This is an optimization exercise on Yosys and OpenROAD, whose aim is small area, not a production implementation. Only simulation tests tie the RTL to the original design; equivalence was not proved. Power is estimated from default activity; no workload was simulated.

Design hk_filter_chain, start of the top module:
module hk_filter_chain (
    input  wire        clk,
    input  wire        rst,           
    input  wire        run,           
    input  wire        sync,          
    input  wire [1:0]  cfg_order,     
    input  wire [2:0]  cfg_dec,       
    input  wire [9:0]  cfg_avg_m,     
    input  wire        cfg_lin_en,
    input  wire        mod_bit,
    input  wire        lin_we,
    input  wire [5:0]  lin_addr,
    input  wire [31:0] lin_wdata,
    output wire        word_valid,
    output wire [2:0]  word_seq,
    output wire        word_settling,
    output wire [23:0] word_code,
    output wire [31:0] word_val
);
    reg        run_q;
    reg [1:0]  order_r;
    reg [2:0]  dec_r;
    reg [9:0]  avg_m_r;
    reg        lin_en_r;
    wire       first   = run & ~run_q;           
    wire       do_sync = run & run_q & sync;     
    wire       dec_rst = first | do_sync;
    always @(posedge clk) begin
        run_q <= ~rst & run;
        if (first) begin
            order_r  <= cfg_order;
            dec_r    <= cfg_dec;
            avg_m_r  <= cfg_avg_m;
            lin_en_r <= cfg_lin_en;
        end
    end
    wire [2:0] n_ord = {1'b0, order_r} + 3'd1;
    reg  [5:0] sh;
    always @(*) begin
        case (order_r)
            2'd0:    sh = 6'd40 - {3'd0, dec_r};
            2'd1:    sh = 6'd36 - {2'd0, dec_r, 1'b0};
            2'd2:    sh = 6'd32 - ({3'd0, dec_r} + {2'd0, dec_r, 1'b0});
            default: sh = 6'd28 - {1'd0, dec_r, 2'b0};
        endcase
    end
    wire [43:0] onehot = 44'd1 << sh;
    reg         x_d;                        
    reg  [21:0] i1l, i1h, i2l, i2h, i3l, i3h, i4l, i4h;
    reg         c1, c2, c3, c4;             
    wire [21:0] i1l_n, i1h_n, i2l_n, i2h_n, i3l_n, i3h_n, i4l_n, i4h_n;
    wire        c1_n, c2_n, c3_n, c4_n;
  ...
Settings: LEC_CHECK=0, CAP_MARGIN=20, CORE_MARGIN=2, CORE_UTILIZATION=60, CTS_BUF_LIST=sky130_fd_sc_hd__clkbuf_16, CTS_CLUSTER_DIAMETER=120, CTS_CLUSTER_SIZE=24, SLEW_MARGIN=20; clock period 18.0 ns.
run.sh (not shown) runs the stock make flow with config.mk's settings and CLKGATE_MAP_FILE= SYNTH_SCRIPT=/design/flow/synth_recipe.tcl, a recipe that flattens the netlist after the stock synthesis.
The starting point produced a clean layout.
Then changed:
CORE_UTILIZATION = 75   (was 60)
=> Clock skew is about the same; sequential share of layout area grows by 0.32 points; worst hold slack got worse by 8.7 ps; via count came out higher by a few percent; die area went down by about a fifth; clock power hardly moves.
Then changed:
CORE_UTILIZATION = 40   (was 75)
What happened: The new run finished clean; cell count rises by 16%; die area rises by 86%; synthesized cell count stays the same; wire length rises by 5.7%; count of clock-buffer cells in the layout rises by 2.

hk_filter_chain, a different RTL version from the one above (not shown whole).
For scale: roughly 5,600 cells after synthesis, roughly 1,700 flip-flops, about 0.064 sq mm of cells after synthesis.
==> flow/config.mk <==
export PLATFORM = sky130hd
export DESIGN_NAME = hk_filter_chain
export DESIGN_NICKNAME = hk_filter_chain
export VERILOG_FILES = /design/flow/design.v
export SDC_FILE = /design/flow/constraint.sdc
export NUM_CORES = 4
export LEC_CHECK = 0
export CAP_MARGIN = 20
export CORE_MARGIN = 2
export CORE_UTILIZATION = 60
export CTS_BUF_LIST = sky130_fd_sc_hd__clkbuf_8
export CTS_CLUSTER_DIAMETER = 80
export CTS_CLUSTER_SIZE = 14
export SLEW_MARGIN = 20
==> flow/constraint.sdc <==
create_clock -name core_clock -period 18.0 [get_ports {clk}]
set_input_delay 3.6000 -clock core_clock [delete_from_list [all_inputs] [get_ports {clk}]]
set_output_delay 3.6000 -clock core_clock [all_outputs]
set_load 0.01 [all_outputs]
The starting point produced a clean layout.
Then changed:
- CTS_BUF_LIST: sky130_fd_sc_hd__clkbuf_8 -> sky130_fd_sc_hd__clkbuf_16
- CTS_CLUSTER_DIAMETER: 80 -> 120
- CTS_CLUSTER_SIZE: 14 -> 24
Synthesized cell count does not change. Hold slack gains 0.0052 ns. Wire length falls slightly. Final cell count is lower slightly. Non-clock buffer count stays the same. Combinational power is about the same. Synthesized area is unchanged. Register-to-register slack gets better by 0.04 ns. Die area does not change. Sequential power hardly moves. Design area hardly moves.
Then changed:
- CTS_BUF_LIST: sky130_fd_sc_hd__clkbuf_16 -> sky130_fd_sc_hd__clkbuf_8
- CTS_CLUSTER_DIAMETER: 120 -> 50
- CTS_CLUSTER_SIZE: 24 -> 16
Effect: The changed run went through all stages and came out clean; wire length rises by 0.55%; worst setup slack is worse by 0.022 ns; critical path depth is unchanged.
Then changed:
- CTS_BUF_LIST: sky130_fd_sc_hd__clkbuf_8 -> sky130_fd_sc_hd__clkbuf_16
- CTS_CLUSTER_DIAMETER: 50 -> 120
- CTS_CLUSTER_SIZE: 16 -> 24
- GPL_TIMING_DRIVEN: unset -> 0
Wire length increases by 1.2%.
Synthesized area is unchanged.
Global-route usage went up by 0.28 points.
Worst hold slack gets better by 0.0047 ns.
Final cell count rose by 3.5%.
Sequential share of layout area fell by 0.42 points.
Maximum frequency shrinks by 0.83%.
Power came out higher by 0.32%.
Worst setup slack gets worse by 0.14 ns.
Final area went up by 0.83%.
Combinational power is higher by 7.1%.

== v22 ==
hk_filter_chain, a different RTL version from the one above (not shown whole).
Size: about 1700 flip-flops, about 120 I/O pins, roughly 0.067 mm² of cells after synthesis.
==> flow/config.mk <==
export PLATFORM = sky130hd
export DESIGN_NAME = hk_filter_chain
export DESIGN_NICKNAME = hk_filter_chain
export VERILOG_FILES = /design/flow/design.v
export SDC_FILE = /design/flow/constraint.sdc
export NUM_CORES = 4
export LEC_CHECK = 0
export CAP_MARGIN = 20
export CORE_MARGIN = 2
export CORE_UTILIZATION = 40
export SLEW_MARGIN = 20
==> flow/constraint.sdc <==
create_clock -name core_clock -period 18.0 [get_ports {clk}]
set_input_delay 3.6000 -clock core_clock [delete_from_list [all_inputs] [get_ports {clk}]]
set_output_delay 3.6000 -clock core_clock [all_outputs]
set_load 0.01 [all_outputs]
Relative to v22, the following input files were edited for v34:
- a change of CAP_MARGIN from 20 to 5
- a change of SLEW_MARGIN from 20 to 5
- an added ABC_AREA of 1
### Flow results
Looking at worst setup slack, v34 sits 0.24 ns above v22.
Result: PASS for each of v22 and v34
The final reports for v34 and v22 show average wire per cell in the routed design lower in the former.
Critical path data arrival time on v34 is down relative to v22.
Floorplan check, v34 vs v22: die outline larger in v34
From v22 to v34 the numbers moved as follows: utilization went down; hold slack now sits lower; post-route standard cell area excluding fillers grew by 0.0036 mm².

Setup of the previous run:
hk_filter_chain again, from the RTL that the note above started with.
## hk_filter_chain
module hk_filter_chain (
    input  wire        clk,
    input  wire        rst,           
    input  wire        run,           
    input  wire        sync,          
    input  wire [1:0]  cfg_order,     
    input  wire [2:0]  cfg_dec,       
    input  wire [9:0]  cfg_avg_m,     
    input  wire        cfg_lin_en,
    input  wire        mod_bit,
    input  wire        lin_we,
    input  wire [5:0]  lin_addr,
    input  wire [31:0] lin_wdata,
    output wire        word_valid,
    output wire [2:0]  word_seq,
    output wire        word_settling,
    output wire [23:0] word_code,
    output wire [31:0] word_val
);
==> flow/config.mk <==
export PLATFORM = sky130hd
export DESIGN_NAME = hk_filter_chain
export DESIGN_NICKNAME = hk_filter_chain
export VERILOG_FILES = /design/flow/design.v
export SDC_FILE = /design/flow/constraint.sdc
export NUM_CORES = 4
export LEC_CHECK = 0
export CAP_MARGIN = 20
export CORE_MARGIN = 2
export CORE_UTILIZATION = 40
export CTS_BUF_LIST = sky130_fd_sc_hd__clkbuf_16
export CTS_CLUSTER_DIAMETER = 120
export CTS_CLUSTER_SIZE = 24
export SLEW_MARGIN = 20
==> flow/constraint.sdc <==
create_clock -name core_clock -period 18.0 [get_ports {clk}]
set_input_delay 3.6000 -clock core_clock [delete_from_list [all_inputs] [get_ports {clk}]]
set_output_delay 3.6000 -clock core_clock [all_outputs]
set_load 0.01 [all_outputs]
Modified inputs, the current run compared to the previous run
Settings: a change of CTS_CLUSTER_DIAMETER from 120 to 80; a change of CTS_CLUSTER_SIZE from 24 to 30.
Findings:
Utilization after layout: the current run higher than the previous run
Design area, the current run vs the previous run: up slightly
Sequential share of layout area is higher on the previous run
Placement-stage cell area across the previous run and the current run: no real change.
Of the two values seen for slowest cell on the critical path, fa_1 was produced by the previous run and a32o_4 by the current run.

## what the ideal ports hide
How much do the figures lean on ideal ports? The routed layouts below were timed once more, with nothing changed but the port constraints. Step 1 sets driving cells, clkbuf_16 on the clock port and buf_2 on the other inputs (assumed; they add their load-dependent delay and slew). Step 2 also shifts input and output timing later by t, the mid clock arrival at the registers, as if the neighbouring blocks saw the same clock. Three values: ideal ports, drivers, drivers and shift; two values: the first two.
| run | t, ns | slack for setup (ns) | latest minus earliest clock arrival (ns) | cell pins on the clock port's net |
|---|---|---|---|---|
| the first run of note 1 | 0.780 | 0.866 / 0.866 / 0.866 | 0.037 / 0.037 | 1 |
| the second run of note 1 | 0.754 | 0.726 / 0.726 / 0.726 | 0.040 / 0.039 | 1 |
| the third run of note 1 | 0.802 | 0.787 / 0.787 / 0.787 | 0.057 / 0.057 | 1 |
| the first run of note 2 | 0.933 | 0.705 / 0.705 / 0.705 | 0.055 / 0.055 | 1 |
| the second run of note 2 | 0.756 | 0.742 / 0.742 / 0.742 | 0.039 / 0.038 | 1 |
| the third run of note 2 | 0.941 | 0.720 / 0.720 / 0.720 | 0.055 / 0.055 | 1 |
| the fourth run of note 2 | 0.774 | 0.576 / 0.576 / 0.576 | 0.065 / 0.065 | 1 |
| v22 | 0.885 | 0.767 / 0.767 / 0.767 | 0.040 / 0.041 | 1 |
| v34 | 0.878 | 1.005 / 1.005 / 1.005 | 0.064 / 0.064 | 1 |
| the previous run | 0.790 | 0.762 / 0.762 / 0.762 | 0.042 / 0.042 | 1 |
| the current run | 0.808 | 0.705 / 0.705 / 0.705 | 0.054 / 0.055 | 1 |
After both steps setup and hold are still met in every run listed.
